What follows belongs to an exercise in optimizing a design on an open flow for small area, a short achievable clock period and few clock cycles per item; a production flow would make more cautious choices.
RTL that was checked went through simulation tests only; none was proved equivalent to the original.
The RTL of run 1 was laid out without a check of its function.

### constraint.sdc
create_clock -name core_clock -period 17.0 [get_ports {clk}]
set_input_delay 3.4000 -clock core_clock [delete_from_list [all_inputs] [get_ports {clk}]]
set_output_delay 3.4000 -clock core_clock [all_outputs]
set_load 0.01 [all_outputs]
### design.v
module lim_node (
    input  wire         clk,
    input  wire         rst,         
    input  wire         in_valid,
    output wire         in_ready,
    input  wire [255:0] in_x,        
    input  wire [31:0]  in_thr,      
    input  wire [31:0]  in_kq,       
    output wire         out_valid,
    input  wire         out_ready,
    output wire [255:0] out_y,       
    output wire [31:0]  out_gmin     
);
    localparam [31:0] ONE = 32'h8000_0000;
    localparam [2:0] S_IDLE = 3'd0,
                     S_D0   = 3'd1,
                     S_VIS  = 3'd2,
                     S_DIV  = 3'd3,
                     S_CA   = 3'd4,
                     S_CB   = 3'd5;
    localparam [1:0] OP_NONE = 2'd0,
                     OP_CH   = 2'd1,
                     OP_OUT  = 2'd2,
                     OP_LA   = 2'd3;
    wire [30:0] thr_c = (in_thr[31] || in_thr[30:8] == 23'd0) ? 31'd256 : in_thr[30:0];
    reg  [7:0]  loud_c;
    integer k;
    always @* begin
        for (k = 0; k < 8; k = k + 1)
            loud_c[k] = {in_x[32*k +: 31] ^ {31{in_x[32*k+31]}}, in_x[32*k+31]} > {thr_c, 1'b0};
    end
    reg  [30:0] thr_r;
    reg  [31:0] kq_r;
    reg  [7:0]  loud_r;
    always @(posedge clk) begin
        thr_r  <= thr_c;
        kq_r   <= in_kq;
        loud_r <= loud_c;
    end
    reg  [2:0]   state;
    reg  [2:0]   i;                  
    reg  [7:0]   lv;                 
    reg  [31:0]  slot [0:7];         
    reg  [31:0]  xr;                 
    reg          xn;
    reg  [30:0]  u;                  
    reg  [31:0]  g;                  
    reg  [31:0]  gmin;
    reg          ovalid;
    reg          o7p;                
    reg  [31:0]  rem;
    reg  [31:0]  quo;
    reg  [3:0]   cnt;
    reg          quo_ok;             
    reg          mv;
    reg  [30:0]  dm;
    reg  [3:0]   mn;
    reg          mp;                 
    reg  [30:0]  dn;
    reg  [3:0]   dv;
    reg          la_ok;              
    reg  [65:0]  ps, pc;
    reg  [1:0]   m2op;
    reg  [2:0]   m2i;
    wire go = ~(ovalid & ~out_ready);
    assign in_ready  = (state == S_CB) && (i == 3'd7);
    assign out_valid = ovalid;
    assign out_gmin  = gmin;
    genvar gi;
    generate for (gi = 0; gi < 8; gi = gi + 1) begin : g_out
        assign out_y[32*gi +: 32] = slot[gi];
    end endgenerate
    function [3:0] top_bit(input [7:0] m);    
        integer t;
        begin
            top_bit = 4'd0;
            for (t = 0; t < 8; t = t + 1)
                if (m[t]) top_bit = {1'b1, t[2:0]};
        end
    endfunction
    function [33:0] la_m(input [2:0] a, input [3:0] b);
        begin
            case ({a, b})
            {3'd1, 4'd2}: la_m = 34'h200000000;
            {3'd1, 4'd3}: la_m = 34'h155555556;
            {3'd1, 4'd4}: la_m = 34'h100000000;
            {3'd1, 4'd5}: la_m = 34'h0cccccccd;
            {3'd1, 4'd6}: la_m = 34'h0aaaaaaab;
            {3'd1, 4'd7}: la_m = 34'h092492493;
            {3'd1, 4'd8}: la_m = 34'h080000000;
            {3'd2, 4'd3}: la_m = 34'h2aaaaaaab;
            {3'd2, 4'd4}: la_m = 34'h200000000;
            {3'd2, 4'd5}: la_m = 34'h19999999a;
            {3'd2, 4'd6}: la_m = 34'h155555556;
            {3'd2, 4'd7}: la_m = 34'h124924925;
            {3'd2, 4'd8}: la_m = 34'h100000000;
            {3'd3, 4'd4}: la_m = 34'h300000000;
            {3'd3, 4'd5}: la_m = 34'h266666667;
            {3'd3, 4'd6}: la_m = 34'h200000000;
            {3'd3, 4'd7}: la_m = 34'h1b6db6db7;
            {3'd3, 4'd8}: la_m = 34'h180000000;
            {3'd4, 4'd5}: la_m = 34'h333333334;
            {3'd4, 4'd6}: la_m = 34'h2aaaaaaab;
            {3'd4, 4'd7}: la_m = 34'h24924924a;
            {3'd4, 4'd8}: la_m = 34'h200000000;
            {3'd5, 4'd6}: la_m = 34'h355555556;
            {3'd5, 4'd7}: la_m = 34'h2db6db6dc;
            {3'd5, 4'd8}: la_m = 34'h280000000;
            {3'd6, 4'd7}: la_m = 34'h36db6db6e;
            {3'd6, 4'd8}: la_m = 34'h300000000;
            {3'd7, 4'd8}: la_m = 34'h380000000;
            default: la_m = 34'd0;
            endcase
        end
    endfunction
    wire [65:0] m_p  = ps + pc;
    wire [34:0] m_r  = m_p[65:31];
    wire [30:0] m_la = m_p[64:34];
    wire [30:0] ulim  = lv[i] ? slot[i][30:0] : 31'd0;
    wire        take_lim = m_r[34] | ({4'b0000, ulim} > m_r);    
    wire [30:0] u_new = take_lim ? ulim : m_r[30:0];
    wire [31:0] g_new = ONE - {1'b0, u_new};
    reg  [31:0] d_rem;
    reg  [1:0]  d_q;
    reg  [32:0] d_t;
    reg  [33:0] d_s;
    integer s;
    always @* begin
        d_rem = rem;
        for (s = 1; s >= 0; s = s - 1) begin
            d_t = {d_rem, 1'b0};
            d_s = {1'b0, d_t} - {2'b00, xr} - {33'd0, xn};
            d_q[s] = ~d_s[33];
            d_rem = d_q[s] ? d_s[31:0] : d_t[31:0];
        end
    end
    wire        qi    = ~loud_r[i];
    wire [30:0] ur_i  = qi ? 31'd0 : (~quo[31:1] + 31'd1);    
    wire        use_c = mv && (m_la > ur_i);
    wire [30:0] ul_v  = use_c ? m_la : ur_i;
    wire        newm  = (ur_i > u) && (i != 3'd0);       
    wire [30:0] d_i   = ur_i - u;                        
    wire        more  = mv || newm;
    wire [3:0]  nxt_loud = top_bit(loud_r & ((8'd1 << i) - 8'd1));
    wire [2:0]  ni    = more ? (i - 3'd1) : nxt_loud[2:0];
    wire        ndone = (i == 3'd0) || (!more && !nxt_loud[3]);
    wire        vis   = (state == S_VIS);
    wire        fin   = vis && (qi || quo_ok) && (!mv || la_ok) && !mp;
    wire        la_now  = vis && !fin && mv && !la_ok && !mp;           
    wire        la_next = fin && !ndone && !loud_r[ni] && !newm;         
    wire        la_div  = (state == S_DIV) && (cnt == 4'd0) && mv && !mp;
    wire [3:0]  top = top_bit(loud_r);
    wire        d0q = (state == S_D0) && !top[3];
    wire [2:0]  x_idx = (state == S_D0) ? top[2:0] : fin ? ni : i;
    wire [31:0] x_s   = in_x[32*x_idx +: 32];
    wire [34:0] cmp_l = dn * mn;
    wire [34:0] cmp_r = dm * dv;
    wire better = ~mv || (cmp_l > cmp_r);
    reg  [1:0]  op1;
    always @* begin
        case (state)
        S_IDLE:  op1 = o7p ? OP_OUT : OP_NONE;
        S_D0:    op1 = d0q ? OP_CH : OP_NONE;
        S_CA:    op1 = OP_CH;
        S_CB:    op1 = (i != 3'd0) ? OP_OUT : OP_NONE;
        default: op1 = (la_now || la_next || la_div) ? OP_LA : OP_NONE;
        endcase
    end
    wire        sel_la  = (state == S_VIS) || (state == S_DIV);
    wire        sel_out = (state == S_IDLE) || (state == S_CB);
    wire [2:0]  la_j = (vis && (qi || quo_ok) && (!mv || la_ok) && !mp) ? (i - 3'd1) : i;
    wire [34:0] m_a = sel_la  ? {1'b0, la_m(la_j + 3'd1, mn)}
                    : sel_out ? {{3{xr[31]}}, xr} : {4'b0000, u};
    wire [32:0] m_b = sel_la  ? {2'b00, dm}
                    : sel_out ? {1'b0, g} : {1'b0, kq_r};
    wire        m_n = ~sel_la & ~sel_out;
    wire [67:0] m_k = sel_la  ? {3'b000, u, 34'd0}
                    : sel_out ? {37'd0, {31{xr[31]}}} : {6'd0, u, {31{1'b1}}};
    wire [67:0] cs_s, cs_c;
    booth_cs u_mul (.a(m_a), .b(m_b), .negb(m_n), .k(m_k), .s(cs_s), .c(cs_c));
    always @(posedge clk) begin
        if (rst) begin
            state  <= S_IDLE;
            u      <= 31'd0;
            g      <= ONE;
            ovalid <= 1'b0;
            o7p    <= 1'b0;
            mp     <= 1'b0;
            m2op   <= OP_NONE;
        end else begin
            if (ovalid && out_ready)
                ovalid <= 1'b0;
            if (go) begin
                ps   <= cs_s[65:0];
                pc   <= cs_c[65:0];
                m2op <= op1;
                m2i  <= (state == S_IDLE) ? 3'd7 : i - 3'd1;
                if (m2op == OP_OUT) begin
                    slot[m2i] <= m_r[31:0];
                    if (m2i == 3'd7)
                        ovalid <= 1'b1;
                end
                if (mp) begin
                    mp <= 1'b0;
                    if (better) begin
                        mv <= 1'b1;
                        dm <= dn;
                        mn <= dv;
                    end
                end
                if (op1 == OP_LA)
                    la_ok <= 1'b1;
                case (state)
                S_IDLE: begin
                    o7p    <= 1'b0;
                    lv     <= 8'd0;
                    mv     <= 1'b0;
                    quo_ok <= 1'b0;
                    la_ok  <= 1'b0;
                    if (in_valid)
                        state <= S_D0;
                end
                S_D0: begin
                    if (top[3]) begin
                        i     <= top[2:0];
                        xr    <= x_s ^ {32{x_s[31]}};
                        xn    <= x_s[31];
                        rem   <= {1'b0, thr_r};
                        cnt   <= 4'd15;
                        state <= S_DIV;
                    end else begin
                        i     <= 3'd0;
                        state <= S_CB;
                    end
                end
                S_DIV: begin
                    rem <= d_rem;
                    quo <= {quo[29:0], d_q};
                    cnt <= cnt - 4'd1;
                    if (cnt == 4'd0) begin
                        quo_ok <= 1'b1;
                        state  <= S_VIS;
                    end
                end
                S_VIS: begin
                    if (fin) begin
                        if (ul_v != 31'd0) begin
                            slot[i] <= {1'b0, ul_v};
                            lv[i]   <= 1'b1;
                        end
                        if (newm) begin
                            mp <= 1'b1;
                            dn <= d_i;
                            dv <= {1'b0, i} + 4'd1;
                        end
                        quo_ok <= 1'b0;
                        la_ok  <= la_next;
                        if (ndone) begin
                            i     <= 3'd0;
                            state <= S_CA;
                        end else begin
                            i <= ni;
                            if (loud_r[ni]) begin
                                xr    <= x_s ^ {32{x_s[31]}};
                                xn    <= x_s[31];
                                rem   <= {1'b0, thr_r};
                                cnt   <= 4'd15;
                                state <= S_DIV;
                            end
                        end
                    end
                end
                S_CA: begin
                    state <= S_CB;
                end
                S_CB: begin
                    u  <= u_new;
                    g  <= g_new;
                    gmin <= (i == 3'd0 || g_new < gmin) ? g_new : gmin;
                    xr <= x_s;
                    if (i == 3'd7) begin
                        o7p   <= 1'b1;
                        state <= S_IDLE;
                    end else begin
                        i     <= i + 3'd1;
                        state <= S_CA;
                    end
                end
                default: state <= S_IDLE;
                endcase
            end
        end
    end
endmodule
module booth_cs (
    input  wire [34:0] a,
    input  wire [32:0] b,
    input  wire        negb,
    input  wire [67:0] k,
    output wire [67:0] s,
    output wire [67:0] c
);
    wire [34:0] bx = {b[32], b, 1'b0};
    wire [35:0] a1 = {a[34], a};
    wire [35:0] a2 = {a, 1'b0};
    wire [2:0]  t0 = bx[2:0];
    wire        o0 = t0[0] ^ t0[1];
    wire        w0 = (t0 == 3'b011) | (t0 == 3'b100);
    wire        n0 = (t0[2] & ~(t0[1] & t0[0])) ^ negb;
    wire [35:0] m0 = ((o0 ? a1 : 36'd0) | (w0 ? a2 : 36'd0)) ^ {36{n0}};
    wire [67:0] r0 = {32'd0, {~m0[35], m0[34:0]}};
    wire [2:0]  t1 = bx[4:2];
    wire        o1 = t1[0] ^ t1[1];
    wire        w1 = (t1 == 3'b011) | (t1 == 3'b100);
    wire        n1 = (t1[2] & ~(t1[1] & t1[0])) ^ negb;
    wire [35:0] m1 = ((o1 ? a1 : 36'd0) | (w1 ? a2 : 36'd0)) ^ {36{n1}};
    wire [67:0] r1 = {30'd0, {~m1[35], m1[34:0]}, 2'd0};
    wire [2:0]  t2 = bx[6:4];
    wire        o2 = t2[0] ^ t2[1];
    wire        w2 = (t2 == 3'b011) | (t2 == 3'b100);
    wire        n2 = (t2[2] & ~(t2[1] & t2[0])) ^ negb;
    wire [35:0] m2 = ((o2 ? a1 : 36'd0) | (w2 ? a2 : 36'd0)) ^ {36{n2}};
    wire [67:0] r2 = {28'd0, {~m2[35], m2[34:0]}, 4'd0};
    wire [2:0]  t3 = bx[8:6];
    wire        o3 = t3[0] ^ t3[1];
    wire        w3 = (t3 == 3'b011) | (t3 == 3'b100);
    wire        n3 = (t3[2] & ~(t3[1] & t3[0])) ^ negb;
    wire [35:0] m3 = ((o3 ? a1 : 36'd0) | (w3 ? a2 : 36'd0)) ^ {36{n3}};
    wire [67:0] r3 = {26'd0, {~m3[35], m3[34:0]}, 6'd0};
    wire [2:0]  t4 = bx[10:8];
    wire        o4 = t4[0] ^ t4[1];
    wire        w4 = (t4 == 3'b011) | (t4 == 3'b100);
    wire        n4 = (t4[2] & ~(t4[1] & t4[0])) ^ negb;
    wire [35:0] m4 = ((o4 ? a1 : 36'd0) | (w4 ? a2 : 36'd0)) ^ {36{n4}};
    wire [67:0] r4 = {24'd0, {~m4[35], m4[34:0]}, 8'd0};
    wire [2:0]  t5 = bx[12:10];
    wire        o5 = t5[0] ^ t5[1];
    wire        w5 = (t5 == 3'b011) | (t5 == 3'b100);
    wire        n5 = (t5[2] & ~(t5[1] & t5[0])) ^ negb;
    wire [35:0] m5 = ((o5 ? a1 : 36'd0) | (w5 ? a2 : 36'd0)) ^ {36{n5}};
    wire [67:0] r5 = {22'd0, {~m5[35], m5[34:0]}, 10'd0};
    wire [2:0]  t6 = bx[14:12];
    wire        o6 = t6[0] ^ t6[1];
    wire        w6 = (t6 == 3'b011) | (t6 == 3'b100);
    wire        n6 = (t6[2] & ~(t6[1] & t6[0])) ^ negb;
    wire [35:0] m6 = ((o6 ? a1 : 36'd0) | (w6 ? a2 : 36'd0)) ^ {36{n6}};
    wire [67:0] r6 = {20'd0, {~m6[35], m6[34:0]}, 12'd0};
    wire [2:0]  t7 = bx[16:14];
    wire        o7 = t7[0] ^ t7[1];
    wire        w7 = (t7 == 3'b011) | (t7 == 3'b100);
    wire        n7 = (t7[2] & ~(t7[1] & t7[0])) ^ negb;
    wire [35:0] m7 = ((o7 ? a1 : 36'd0) | (w7 ? a2 : 36'd0)) ^ {36{n7}};
    wire [67:0] r7 = {18'd0, {~m7[35], m7[34:0]}, 14'd0};
    wire [2:0]  t8 = bx[18:16];
    wire        o8 = t8[0] ^ t8[1];
    wire        w8 = (t8 == 3'b011) | (t8 == 3'b100);
    wire        n8 = (t8[2] & ~(t8[1] & t8[0])) ^ negb;
    wire [35:0] m8 = ((o8 ? a1 : 36'd0) | (w8 ? a2 : 36'd0)) ^ {36{n8}};
    wire [67:0] r8 = {16'd0, {~m8[35], m8[34:0]}, 16'd0};
    wire [2:0]  t9 = bx[20:18];
    wire        o9 = t9[0] ^ t9[1];
    wire        w9 = (t9 == 3'b011) | (t9 == 3'b100);
    wire        n9 = (t9[2] & ~(t9[1] & t9[0])) ^ negb;
    wire [35:0] m9 = ((o9 ? a1 : 36'd0) | (w9 ? a2 : 36'd0)) ^ {36{n9}};
    wire [67:0] r9 = {14'd0, {~m9[35], m9[34:0]}, 18'd0};
    wire [2:0]  t10 = bx[22:20];
    wire        o10 = t10[0] ^ t10[1];
    wire        w10 = (t10 == 3'b011) | (t10 == 3'b100);
    wire        n10 = (t10[2] & ~(t10[1] & t10[0])) ^ negb;
    wire [35:0] m10 = ((o10 ? a1 : 36'd0) | (w10 ? a2 : 36'd0)) ^ {36{n10}};
    wire [67:0] r10 = {12'd0, {~m10[35], m10[34:0]}, 20'd0};
    wire [2:0]  t11 = bx[24:22];
    wire        o11 = t11[0] ^ t11[1];
    wire        w11 = (t11 == 3'b011) | (t11 == 3'b100);
    wire        n11 = (t11[2] & ~(t11[1] & t11[0])) ^ negb;
    wire [35:0] m11 = ((o11 ? a1 : 36'd0) | (w11 ? a2 : 36'd0)) ^ {36{n11}};
    wire [67:0] r11 = {10'd0, {~m11[35], m11[34:0]}, 22'd0};
    wire [2:0]  t12 = bx[26:24];
    wire        o12 = t12[0] ^ t12[1];
    wire        w12 = (t12 == 3'b011) | (t12 == 3'b100);
    wire        n12 = (t12[2] & ~(t12[1] & t12[0])) ^ negb;
    wire [35:0] m12 = ((o12 ? a1 : 36'd0) | (w12 ? a2 : 36'd0)) ^ {36{n12}};
    wire [67:0] r12 = {8'd0, {~m12[35], m12[34:0]}, 24'd0};
    wire [2:0]  t13 = bx[28:26];
    wire        o13 = t13[0] ^ t13[1];
    wire        w13 = (t13 == 3'b011) | (t13 == 3'b100);
    wire        n13 = (t13[2] & ~(t13[1] & t13[0])) ^ negb;
    wire [35:0] m13 = ((o13 ? a1 : 36'd0) | (w13 ? a2 : 36'd0)) ^ {36{n13}};
    wire [67:0] r13 = {6'd0, {~m13[35], m13[34:0]}, 26'd0};
    wire [2:0]  t14 = bx[30:28];
    wire        o14 = t14[0] ^ t14[1];
    wire        w14 = (t14 == 3'b011) | (t14 == 3'b100);
    wire        n14 = (t14[2] & ~(t14[1] & t14[0])) ^ negb;
    wire [35:0] m14 = ((o14 ? a1 : 36'd0) | (w14 ? a2 : 36'd0)) ^ {36{n14}};
    wire [67:0] r14 = {4'd0, {~m14[35], m14[34:0]}, 28'd0};
    wire [2:0]  t15 = bx[32:30];
    wire        o15 = t15[0] ^ t15[1];
    wire        w15 = (t15 == 3'b011) | (t15 == 3'b100);
    wire        n15 = (t15[2] & ~(t15[1] & t15[0])) ^ negb;
    wire [35:0] m15 = ((o15 ? a1 : 36'd0) | (w15 ? a2 : 36'd0)) ^ {36{n15}};
    wire [67:0] r15 = {2'd0, {~m15[35], m15[34:0]}, 30'd0};
    wire [2:0]  t16 = bx[34:32];
    wire        o16 = t16[0] ^ t16[1];
    wire        w16 = (t16 == 3'b011) | (t16 == 3'b100);
    wire        n16 = (t16[2] & ~(t16[1] & t16[0])) ^ negb;
    wire [35:0] m16 = ((o16 ? a1 : 36'd0) | (w16 ? a2 : 36'd0)) ^ {36{n16}};
    wire [67:0] r16 = {{~m16[35], m16[34:0]}, 32'd0};
    wire [67:0] rn = {1'b0, 1'b0, 1'b0, 1'b0, 1'b0, 1'b0, 1'b0, 1'b0, 1'b0, 1'b0, 1'b0, 1'b0, 1'b0, 1'b0, 1'b0, 1'b0, 1'b0, 1'b0, 1'b0, 1'b0, 1'b0, 1'b0, 1'b0, 1'b0, 1'b0, 1'b0, 1'b0, 1'b0, 1'b0, 1'b0, 1'b0, 1'b0, 1'b0, 1'b0, 1'b0, n16, 1'b0, n15, 1'b0, n14, 1'b0, n13, 1'b0, n12, 1'b0, n11, 1'b0, n10, 1'b0, n9, 1'b0, n8, 1'b0, n7, 1'b0, n6, 1'b0, n5, 1'b0, n4, 1'b0, n3, 1'b0, n2, 1'b0, n1, 1'b0, n0};
    wire [67:0] rk = 68'h55555555800000000;
    wire [67:0] l0s0 = r0 ^ r1 ^ r2;
    wire [67:0] l0c0 = {((r0 & r1) | (r0 & r2) | (r1 & r2))} << 1;
    wire [67:0] l0s1 = r3 ^ r4 ^ r5;
    wire [67:0] l0c1 = {((r3 & r4) | (r3 & r5) | (r4 & r5))} << 1;
    wire [67:0] l0s2 = r6 ^ r7 ^ r8;
    wire [67:0] l0c2 = {((r6 & r7) | (r6 & r8) | (r7 & r8))} << 1;
    wire [67:0] l0s3 = r9 ^ r10 ^ r11;
    wire [67:0] l0c3 = {((r9 & r10) | (r9 & r11) | (r10 & r11))} << 1;
    wire [67:0] l0s4 = r12 ^ r13 ^ r14;
    wire [67:0] l0c4 = {((r12 & r13) | (r12 & r14) | (r13 & r14))} << 1;
    wire [67:0] l0s5 = r15 ^ r16 ^ rn;
    wire [67:0] l0c5 = {((r15 & r16) | (r15 & rn) | (r16 & rn))} << 1;
    wire [67:0] l1s0 = l0s0 ^ l0c0 ^ l0s1;
    wire [67:0] l1c0 = {((l0s0 & l0c0) | (l0s0 & l0s1) | (l0c0 & l0s1))} << 1;
    wire [67:0] l1s1 = l0c1 ^ l0s2 ^ l0c2;
    wire [67:0] l1c1 = {((l0c1 & l0s2) | (l0c1 & l0c2) | (l0s2 & l0c2))} << 1;
    wire [67:0] l1s2 = l0s3 ^ l0c3 ^ l0s4;
    wire [67:0] l1c2 = {((l0s3 & l0c3) | (l0s3 & l0s4) | (l0c3 & l0s4))} << 1;
    wire [67:0] l1s3 = l0c4 ^ l0s5 ^ l0c5;
    wire [67:0] l1c3 = {((l0c4 & l0s5) | (l0c4 & l0c5) | (l0s5 & l0c5))} << 1;
    wire [67:0] l2s0 = l1s0 ^ l1c0 ^ l1s1;
    wire [67:0] l2c0 = {((l1s0 & l1c0) | (l1s0 & l1s1) | (l1c0 & l1s1))} << 1;
    wire [67:0] l2s1 = l1c1 ^ l1s2 ^ l1c2;
    wire [67:0] l2c1 = {((l1c1 & l1s2) | (l1c1 & l1c2) | (l1s2 & l1c2))} << 1;
    wire [67:0] l2s2 = l1s3 ^ l1c3 ^ rk;
    wire [67:0] l2c2 = {((l1s3 & l1c3) | (l1s3 & rk) | (l1c3 & rk))} << 1;
    wire [67:0] l3s0 = l2s0 ^ l2c0 ^ l2s1;
    wire [67:0] l3c0 = {((l2s0 & l2c0) | (l2s0 & l2s1) | (l2c0 & l2s1))} << 1;
    wire [67:0] l3s1 = l2c1 ^ l2s2 ^ l2c2;
    wire [67:0] l3c1 = {((l2c1 & l2s2) | (l2c1 & l2c2) | (l2s2 & l2c2))} << 1;
    wire [67:0] l4s0 = l3s0 ^ l3c0 ^ l3s1;
    wire [67:0] l4c0 = {((l3s0 & l3c0) | (l3s0 & l3s1) | (l3c0 & l3s1))} << 1;
    wire [67:0] l5s0 = l4s0 ^ l4c0 ^ l3c1;
    wire [67:0] l5c0 = {((l4s0 & l4c0) | (l4s0 & l3c1) | (l4c0 & l3c1))} << 1;
    wire [67:0] l6s0 = l5s0 ^ l5c0 ^ k;
    wire [67:0] l6c0 = {((l5s0 & l5c0) | (l5s0 & k) | (l5c0 & k))} << 1;
    assign s = l6s0;
    assign c = l6c0;
endmodule
### run.sh
#!/bin/bash
# synth_recipe.tcl (not shown) runs the flow's synth.tcl, then flattens the netlist and writes it again
# the make line also repeats each setting of config.mk as NAME=value (left out here)
make -C /OpenROAD-flow-scripts/flow DESIGN_CONFIG=/design/flow/config.mk WORK_HOME=/design/flow/orfs CLKGATE_MAP_FILE= SYNTH_SCRIPT=/design/flow/synth_recipe.tcl finish
### config.mk
export PLATFORM = sky130hd
export DESIGN_NAME = lim_node
export DESIGN_NICKNAME = lim_node
export VERILOG_FILES = /design/flow/design.v
export SDC_FILE = /design/flow/constraint.sdc
export NUM_CORES = 4
export LEC_CHECK = 0
export CAP_MARGIN = 20
export CORE_MARGIN = 2
export CORE_UTILIZATION = 40
export SLEW_MARGIN = 20
export SYNTH_MEMORY_MAX_BITS = 8192
==> results.cfg, run 1 <==
[status]
run_status = timing/DRC/antenna clean

[detailed_routing]
drt_pass1_iterations = 8
wl_um = 383000
drtAntennaViolNets = 0
dr.first_iter.drc_count = 8516
vias_per_cell = 5.94
vias = 80100
drc = 0
wl_per_cell_um = 28.4

[global_routing]
overflow = 0
grt_pass1_wl_um = 553000
grt_max_degree = 78
antenna_found_initial = 35
grt_use_total_pct = 31.6
first_global_vias = 80400

[cts]
clk_pin_slew_ns = 0.06
clk_latency_ns = 0.75
cts.sinks = 750
clock_path_buffers = 3
ctsRootBufferMaster = clkbuf_16
cts_buffers = 91
cts_htree_levels = 3
cts_tree = done
cts_resized = 0
hold_buffers = 0
postCtsSetupBuffers = 0

[hold_path]
hp-class = flop to flop
hold_depth = 0

[floorplanning]
dieArea_sq_um = 236000
initial_utilization_pct = 40.3
core_sq_um = 230000
die_h_um = 485
die_x_um = 485
num_rows = 176
ios = 614

[placement]
io_buffers = 613
place_congestion = 1.03
dp_cells = 13300
dp_hpwl_um = 295000

[final_layout]
fillers = 21800
layout-drive-gt1-share_pct = 6.57
instances_no_fill = 13500
nNetsFinal = 12300
syn_to_final_growth_pct = 14.0

[critical_path]
path_class = flop to flop
cp.depth = 39
r2r_cells = 39
arrival_ns = 11.88
slowest_delay_ns = 0.75
critical_path_peak_fanout = 32
path_delay_family = compound AO/OA/AOI/OAI gates
path_buf_inv = 2
critical_path_required_ns = 17.35
cp_slowest_cell = o41a_2
start_kind = flop
end_kind = flop

[sta]
rsz0062_at_grt = false
report.final.hold_viol_count = 0
max_freq_mhz = 86.8
tns_ns = 0
tightest_slew_ns = 1.20
maxSlewViolCount = 0
period_minus_slack_ns = 11.52
fin_skew_ns = 0.0645
setup_viol = 0
slew_headroom_pct = 19.8
period_share_pct = 67.8

[logic_synthesis]
synth_common_cells = 1191 x inv_1, 919 x ha_1, 895 x nand2_1
synth_top_area_cell = edfxtp_1
ys.flop_type = edfxtp_1
synth_seq_cells = 750
synth_fa_ha_area_share_pct = 26.9
synthArstFlopShare_pct = 0
yosys.area_share.simple_pct = 10.9
synth_warnings = 1
syn_inst = 10100
ys_seq_area_share_pct = 22.7
synth_top_area_share_pct = 19.4
synth_xor_area_share_pct = 10.6
synth_cell_types = 93
avgSynthCellArea_sq_um = 9.21
synthMuxAreaShare_pct = 6.78
yosysMostFrequentCell = inv_1
synth_compound_area_share_pct = 14.8
synth_area_leaders = edfxtp_1 19%, fa_1 15%, ha_1 12%
synth_edf_count = 598
synth_top_family_by_area = adder cells
netlist_area_sq_um = 92700
synth.net_count = 12000

[run]
cap_violations = 0
-- metal layers --
metal / routed length (um) / GRT usage [%] / vias up
li1: - / - / 35300
met1: 148000 / 39.5 / 39600
met2: 176000 / 51.1 / 4188
met3: 35400 / 7.09 / 1042
met4: 23400 / 16.6 / 36
met5: 215 / 0.0816 / -
-- state kept, by name (all words and copies together), names as in the netlist, 8 cells and up, named ones only --
register and flops:
slot 256, pc 65, ps 65, gmin 32, kq_r 32, quo 32
rem 32, xr 32, dm 31, dn 31, g 31, thr_r 31
u 31, loud_r 8, lv 8
-- metrics by stage --
step | worst slack (ns) | util [%] | hold WS [ns] | cell area [sq um]
after floorplan | 7.27 | - | 0.400 | 92700
after global placement | 6.03 | 44.5 | 0.404 | 102000
after detailed placement | 5.77 | 44.5 | 0.405 | 102000
after CTS | 5.66 | 45.9 | 0.420 | 106000
after global routing | 4.87 | 45.9 | 0.430 | 106000
final | 5.48 | 45.9 | 0.419 | 106000
-- placed cells by master, fill, tap and decap left out, types with 335 or more instances in the layout --
cell / synthesis / routed
inv_1: 1191 / 1190
ha_1: 919 / 917
nand2_1: 895 / 890
fa_1: 673 / 673
clkdlybuf4s50_1: 0 / 604
edfxtp_1: 598 / 598
xnor2_1: 567 / 549
xor2_1: 551 / 549
a21oi_1: 558 / 531
a22oi_1: 531 / 526
nor2_1: 505 / 484
mux2i_1: 373 / 371
o21ai_0: 343 / 335
-- layout make-up --
cell class / instances / area [sq um] / area share, %
multi-input cells: 7510 / 65500 / 62.0
flip-flops and latches: 750 / 21000 / 19.9
repair buffers: 819 / 7660 / 7.25
inverters: 1208 / 4540 / 4.29
well taps: 3026 / 3790 / 3.58
clock buffers: 121 / 2530 / 2.40
clock inverters: 50 / 613 / 0.580
diodes: 10 / 25.0 / 0.0237
-- worst reg2reg max path, delay by kind of cell (launching register included) --
kind,cells,cell delay [ns]
AOI/OAI and AO/OA,17,4.54
and+or+nand+nor,15,3.97
adders and majority gates,4,1.44
DFF,1,0.36
buffers and inverters,2,0.44
xor gates and xnor gates,1,0.34
-- logic make-up (layout without fill, tap and decap cells) --
group	count (synthesis)	in the layout
other	0	10
AOI/OAI and AO/OA	2087	2087
xor gates and xnor gates	1118	1118
and+or+nand+nor	2184	2184
buffers and inverters	1807	2198
DFF	750	750
adders and majority gates	1592	1592
muxes	529	529
-- final timing paths --
kind	end	start	slack, ns
min	quo[2]$_DFFE_PP_	quo[0]$_DFFE_PP_	0.42
max	gmin[2]$_DFFE_PP_	ps[32]$_DFFE_PP_	5.48
min reg2reg	quo[2]$_DFFE_PP_	quo[0]$_DFFE_PP_	0.42
max reg2reg	gmin[2]$_DFFE_PP_	ps[32]$_DFFE_PP_	5.48
==> run 2, diff against run 1 <==
--- a/design.v
+++ b/design.v
@@ -16,5 +16,5 @@
                      S_D0   = 3'd1,
                      S_VIS  = 3'd2,
-                     S_DIV  = 3'd3,
+                     S_P1   = 3'd3,
                      S_CA   = 3'd4,
                      S_CB   = 3'd5;
@@ -49,8 +49,13 @@
     reg          ovalid;
     reg          o7p;                
-    reg  [31:0]  rem;
-    reg  [31:0]  quo;
-    reg  [3:0]   cnt;
-    reg          quo_ok;             
+    reg  [7:0]   rm;                 
+    reg          bz0, bz1;           
+    reg          wb0, wb1;           
+    reg  [2:0]   ix0, ix1;
+    reg  [31:0]  rem0, rem1;
+    reg  [31:0]  quo0, quo1;
+    reg  [3:0]   cnt0, cnt1;
+    reg  [31:0]  xr1;
+    reg          xn1;
     reg          mv;
     reg  [30:0]  dm;
@@ -121,20 +126,33 @@
     wire [30:0] u_new = take_lim ? ulim : m_r[30:0];
     wire [31:0] g_new = ONE - {1'b0, u_new};
-    reg  [31:0] d_rem;
-    reg  [1:0]  d_q;
-    reg  [32:0] d_t;
-    reg  [33:0] d_s;
-    integer s;
-    always @* begin
-        d_rem = rem;
-        for (s = 1; s >= 0; s = s - 1) begin
-            d_t = {d_rem, 1'b0};
-            d_s = {1'b0, d_t} - {2'b00, xr} - {33'd0, xn};
-            d_q[s] = ~d_s[33];
-            d_rem = d_q[s] ? d_s[31:0] : d_t[31:0];
+    function [33:0] dstep2(input [31:0] r, input [31:0] d, input dn);    
+        reg [32:0] t;
+        reg [33:0] df;
+        reg [1:0]  q;
+        integer s;
+        begin
+            for (s = 1; s >= 0; s = s - 1) begin
+                t  = {r, 1'b0};
+                df = {1'b0, t} - {2'b00, d} - {33'd0, dn};
+                q[s] = ~df[33];
+                r  = q[s] ? df[31:0] : t[31:0];
+            end
+            dstep2 = {q, r};
         end
-    end
-    wire        qi    = ~loud_r[i];
-    wire [30:0] ur_i  = qi ? 31'd0 : (~quo[31:1] + 31'd1);    
+    endfunction
+    wire [33:0] dv0 = dstep2(rem0, xr, xn);
+    wire [33:0] dv1 = dstep2(rem1, xr1, xn1);
+    wire        wbs0 = wb0;
+    wire        wbs1 = wb1 & ~wb0;
+    wire        fr0  = ~bz0 & (~wb0 | wbs0);
+    wire        fr1  = ~bz1 & (~wb1 | wbs1);
+    wire [3:0]  top_rm = top_bit(rm);
+    wire        ld0  = (state == S_P1) && (rm != 8'd0) && fr0;
+    wire        ld1  = (state == S_P1) && (rm != 8'd0) && !fr0 && fr1;
+    wire [2:0]  wbi  = wbs0 ? ix0 : ix1;
+    wire [31:0] wbq  = wbs0 ? quo0 : quo1;
+    wire [30:0] wbu  = ~wbq[31:1] + 31'd1;               
+    wire        p1_done = (rm == 8'd0) && !bz0 && !bz1 && !wb0 && !wb1;
+    wire [30:0] ur_i  = ulim;                            
     wire        use_c = mv && (m_la > ur_i);
     wire [30:0] ul_v  = use_c ? m_la : ur_i;
@@ -146,11 +164,10 @@
     wire        ndone = (i == 3'd0) || (!more && !nxt_loud[3]);
     wire        vis   = (state == S_VIS);
-    wire        fin   = vis && (qi || quo_ok) && (!mv || la_ok) && !mp;
+    wire        fin   = vis && (!mv || la_ok) && !mp;
     wire        la_now  = vis && !fin && mv && !la_ok && !mp;           
-    wire        la_next = fin && !ndone && !loud_r[ni] && !newm;         
-    wire        la_div  = (state == S_DIV) && (cnt == 4'd0) && mv && !mp;
+    wire        la_next = fin && !ndone && mv && !newm;                  
     wire [3:0]  top = top_bit(loud_r);
     wire        d0q = (state == S_D0) && !top[3];
-    wire [2:0]  x_idx = (state == S_D0) ? top[2:0] : fin ? ni : i;
+    wire [2:0]  x_idx = (state == S_D0) ? top[2:0] : (state == S_P1) ? top_rm[2:0] : i;
     wire [31:0] x_s   = in_x[32*x_idx +: 32];
     wire [34:0] cmp_l = dn * mn;
@@ -164,10 +181,11 @@
         S_CA:    op1 = OP_CH;
         S_CB:    op1 = (i != 3'd0) ? OP_OUT : OP_NONE;
-        default: op1 = (la_now || la_next || la_div) ? OP_LA : OP_NONE;
+        S_VIS:   op1 = (la_now || la_next) ? OP_LA : OP_NONE;
+        default: op1 = OP_NONE;
         endcase
     end
-    wire        sel_la  = (state == S_VIS) || (state == S_DIV);
+    wire        sel_la  = (state == S_VIS);
     wire        sel_out = (state == S_IDLE) || (state == S_CB);
-    wire [2:0]  la_j = (vis && (qi || quo_ok) && (!mv || la_ok) && !mp) ? (i - 3'd1) : i;
+    wire [2:0]  la_j = fin ? (i - 3'd1) : i;
     wire [34:0] m_a = sel_la  ? {1'b0, la_m(la_j + 3'd1, mn)}
                     : sel_out ? {{3{xr[31]}}, xr} : {4'b0000, u};
@@ -216,6 +234,9 @@
                     lv     <= 8'd0;
                     mv     <= 1'b0;
-                    quo_ok <= 1'b0;
                     la_ok  <= 1'b0;
+                    bz0    <= 1'b0;
+                    bz1    <= 1'b0;
+                    wb0    <= 1'b0;
+                    wb1    <= 1'b0;
                     if (in_valid)
                         state <= S_D0;
@@ -226,7 +247,10 @@
                         xr    <= x_s ^ {32{x_s[31]}};
                         xn    <= x_s[31];
-                        rem   <= {1'b0, thr_r};
-                        cnt   <= 4'd15;
-                        state <= S_DIV;
+                        rem0  <= {1'b0, thr_r};
+                        cnt0  <= 4'd15;
+                        ix0   <= top[2:0];
+                        bz0   <= 1'b1;
+                        rm    <= loud_r & ~(8'd1 << top[2:0]);
+                        state <= S_P1;
                     end else begin
                         i     <= 3'd0;
@@ -234,12 +258,49 @@
                     end
                 end
-                S_DIV: begin
-                    rem <= d_rem;
-                    quo <= {quo[29:0], d_q};
-                    cnt <= cnt - 4'd1;
-                    if (cnt == 4'd0) begin
-                        quo_ok <= 1'b1;
-                        state  <= S_VIS;
+                S_P1: begin
+                    if (bz0) begin
+                        rem0 <= dv0[31:0];
+                        quo0 <= {quo0[29:0], dv0[33:32]};
+                        cnt0 <= cnt0 - 4'd1;
+                        if (cnt0 == 4'd0) begin
+                            bz0 <= 1'b0;
+                            wb0 <= 1'b1;
+                        end
+                    end
+                    if (bz1) begin
+                        rem1 <= dv1[31:0];
+                        quo1 <= {quo1[29:0], dv1[33:32]};
+                        cnt1 <= cnt1 - 4'd1;
+                        if (cnt1 == 4'd0) begin
+                            bz1 <= 1'b0;
+                            wb1 <= 1'b1;
+                        end
+                    end
+                    if (wbs0 || wbs1) begin
+                        slot[wbi] <= {1'b0, wbu};
+                        lv[wbi]   <= 1'b1;
+                    end
+                    if (wbs0) wb0 <= 1'b0;
+                    if (wbs1) wb1 <= 1'b0;
+                    if (ld0) begin
+                        xr   <= x_s ^ {32{x_s[31]}};
+                        xn   <= x_s[31];
+                        rem0 <= {1'b0, thr_r};
+                        cnt0 <= 4'd15;
+                        ix0  <= top_rm[2:0];
+                        bz0  <= 1'b1;
+                        rm   <= rm & ~(8'd1 << top_rm[2:0]);
+                    end
+                    if (ld1) begin
+                        xr1  <= x_s ^ {32{x_s[31]}};
+                        xn1  <= x_s[31];
+                        rem1 <= {1'b0, thr_r};
+                        cnt1 <= 4'd15;
+                        ix1  <= top_rm[2:0];
+                        bz1  <= 1'b1;
+                        rm   <= rm & ~(8'd1 << top_rm[2:0]);
                     end
+                    if (p1_done)
+                        state <= S_VIS;
                 end
                 S_VIS: begin
@@ -254,5 +315,4 @@
                             dv <= {1'b0, i} + 4'd1;
                         end
-                        quo_ok <= 1'b0;
                         la_ok  <= la_next;
                         if (ndone) begin
@@ -261,11 +321,4 @@
                         end else begin
                             i <= ni;
-                            if (loud_r[ni]) begin
-                                xr    <= x_s ^ {32{x_s[31]}};
-                                xn    <= x_s[31];
-                                rem   <= {1'b0, thr_r};
-                                cnt   <= 4'd15;
-                                state <= S_DIV;
-                            end
                         end
                     end
--- a/config.mk
+++ b/config.mk
@@ -8,5 +8,6 @@
 export CAP_MARGIN = 20
 export CORE_MARGIN = 2
-export CORE_UTILIZATION = 40
+export CORE_UTILIZATION = 60
+export PLACE_DENSITY = 0.72
 export SLEW_MARGIN = 20
 export SYNTH_MEMORY_MAX_BITS = 8192
==> run 2 against run 1 <==
- first-iteration DRC count grew 41%
- worst hold slack better by 0.016 ns
- non-clock buffer count grew 29
- critical path depth down 3
- clock skew up 0.011 ns
- core utilization grew 22 points
- critical path type unchanged
- largest cell class unchanged
- critical endpoint unchanged
- global-route usage increased by 13 points
- fmax grew 7.3%
- via count is 15% higher
==> results.cfg, run 2 <==
[critical_path]
crit_top_cell = ha_1
arrival_ns = 11.14
start_kind = flop
critical_path_required_ns = 17.40
end_kind = flop
path_delay_family = compound AO/OA/AOI/OAI gates
cp_slowest_cell = a2111oi_0
path_class = flop to flop
slowest_delay_ns = 0.81
critical_path_peak_fanout = 24
path_buf_inv = 2

[global_routing]
grt_max_degree = 83
grt_pass1_wl_um = 580000
overflow = 0
first_global_vias = 91300
grt_use_total_pct = 44.2
antenna_found_initial = 17

[sta]
tns_ns = 0
maxSlewViolCount = 0
report.final.hold_viol_count = 0
max_freq_mhz = 93.1
period_minus_slack_ns = 10.74
worst_slack_ns = 6.26
setup_viol = 0
period_share_pct = 63.2
rsz0062_at_grt = false
slew_headroom_pct = 13.7
fin_skew_ns = 0.0755
tightest_slew_ns = 1.29

[detailed_routing]
drt_pass1_iterations = 10
vias = 91800
wl_um = 392000
vias_per_cell = 6.59
wl_per_cell_um = 28.2
drc = 0
dr.first_iter.drc_count = 12000
drtAntennaViolNets = 0

[final_layout]
biggestRegsByFlops = slot: 256 flops, pc: 65 flops, ps: 65 flops
mostFrequentLayoutCells = 1371 x inv_1, 1194 x nand2_1, 1028 x ha_1
layout-drive-gt1-share_pct = 6.20
syn_to_final_growth_pct = 11.8
nNetsFinal = 13700
top_register = slot
ff_latch_area_sq_um = 24500
multi_input_area_sq_um = 71200
largest_reg_flops = 256
fillers = 13500
final_common_cell = inv_1

[floorplanning]
die_x_um = 418
initial_utilization_pct = 60.5
core_sq_um = 170000
ios = 614
die_h_um = 418
dieArea_sq_um = 175000
num_rows = 151

[placement]
pre_cts_ws_ns = 6.46
dp_hpwl_um = 291000
place_congestion = 1.04
io_buffers = 613

[logic_synthesis]
synth_warnings = 1
synth_area_leaders = edfxtp_1 21%, fa_1 13%, ha_1 13%
synth_top_area_cell = edfxtp_1
synth_cell_types = 105
synth_common_cells = 1370 x inv_1, 1208 x nand2_1, 1041 x ha_1
synth_seq_cells = 867
synthArstFlopShare_pct = 0
netlist_area_sq_um = 103000
synth_top_area_share_pct = 20.9
synth.net_count = 13400
yosysMostFrequentCell = inv_1
ys.flop_type = edfxtp_1
syn_inst = 11300
synth_edf_count = 715
ys_seq_area_share_pct = 23.8
avgSynthCellArea_sq_um = 9.07

[cts]
cts.sinks = 867
clock_path_buffers = 3
clk_latency_ns = 0.78
clk_pin_slew_ns = 0.07
cts_buffers = 97
cts_resized = 0
cts_htree_levels = 3
postCtsSetupBuffers = 0
hold_buffers = 0
ctsRootBufferMaster = clkbuf_16
cts_tree = done

[status]
run_status = timing/DRC/antenna clean

[run]
cap_violations = 0

[hold_path]
hp-class = flop to flop
## run 2: changes by cell type in the layout (fill, tap and decap cells not counted), moves of 42 or more
cell	before	now
inv_1	1190	1371
edfxtp_1	598	715
nand3_1	86	172
nor2_1	484	537
nor3_1	97	147
nand2_1	890	1194
a31oi_1	36	78
ha_1	917	1028
xnor2_1	549	615
## run 2: area by class of cell
cell class	instances	area share, %
Antenna cell	2	0.00436
Clock buffer	129	2.42
Clock inverter	55	0.462
Inverter	1388	4.54
Multi-Input combinational cell	8410	62.0
Sequential cell	867	21.3
Tap cell	2218	2.42
Timing Repair Buffer	848	6.85
## run 2: cell families (layout without fill, tap and decap cells)
logic type / Yosys count / in the layout / share of synthesized area (%)
AO/OA/AOI/OAI: 2247 / 2247 / 14.7
XOR/XNOR: 1215 / 1215 / 10.4
adder cells (fa/ha/maj): 1716 / 1716 / 25.8
buffers and inverters: 2056 / 2420 / 7.61
flip-flops: 867 / 867 / 23.8
multiplexers: 466 / 466 / 5.41
other: 1 / 3 / 0.00365
AND/OR/NAND/NOR: 2765 / 2765 / 12.3
## run 2: routing by layer
metal	vias to the layer above	wire, um	GRT usage (%)	part of all wire, %
met5	-	149	0.139	0.038
met4	18	28900	26.7	7.4
met3	1567	50000	12.2	13
met2	6512	168000	66.5	43
met1	44200	145000	56.6	37
li1	39500	-	-	-
## run 2: metrics by stage
step / util, % / cells / instance area [sq um] / hold slack, ns
after floorplan: - / 11300 / 103000 / 0.400
after global placement: 65.7 / 13700 / 112000 / 0.405
after detailed placement: 65.7 / 13700 / 112000 / 0.411
after CTS: 67.6 / 13900 / 115000 / 0.450
after global routing: 67.6 / 13900 / 115000 / 0.447
final: 67.6 / 13900 / 115000 / 0.435
## run 2: worst reg2reg max path, delay by kind of cell, from the launching register on
| kind | cells | cell delay [ns] |
|---|---|---|
| compound gates | 15 | 4.76 |
| simple gates | 12 | 2.18 |
| fa+ha+maj | 4 | 1.39 |
| mux | 2 | 0.81 |
| buf+inv | 2 | 0.62 |
| flops | 1 | 0.37 |
| xor+xnor | 1 | 0.30 |
## run 2: worst paths after layout
kind / from / endpoint / slack [ns] / cells past startpoint
hold reg to reg: quo0[0]$_DFFE_PP_ / quo0[2]$_DFFE_PP_ / 0.43 / 0
hold / removal: quo0[0]$_DFFE_PP_ / quo0[2]$_DFFE_PP_ / 0.43 / 0
setup / recovery: ps[2]$_DFFE_PP_ / gmin[2]$_DFFE_PP_ / 6.26 / 36
setup reg to reg: ps[2]$_DFFE_PP_ / gmin[2]$_DFFE_PP_ / 6.26 / 36
Testbench counts of run 2, summed over its fixed seeds: cycles 46,924, blocks 1,600.

afterwards: timing with drivers on the ports:
How much do the figures lean on ideal ports? The routed layouts below were timed once more, with nothing changed but the port constraints.
Step 1 assumes that a clkbuf_16 drives the clock port and a buf_2 every other input.
Step 2 adds t to the input delays and takes it off the output delays; t is the mean of the earliest and latest rising clock arrival at the registers after step 1. Input paths then give back, and output paths get back, about the clock's delay inside the block.
Three values: ideal, step 1, step 2; two values: the first two.
run | t (ns) | setup WS [ns] | clock arrival spread, ns
run 1 | 0.813 | 5.478 / 5.478 / 5.478 | 0.065 / 0.064
run 2 | 0.838 | 6.259 / 6.259 / 6.259 | 0.076 / 0.076
After both steps every run listed still meets setup and hold.
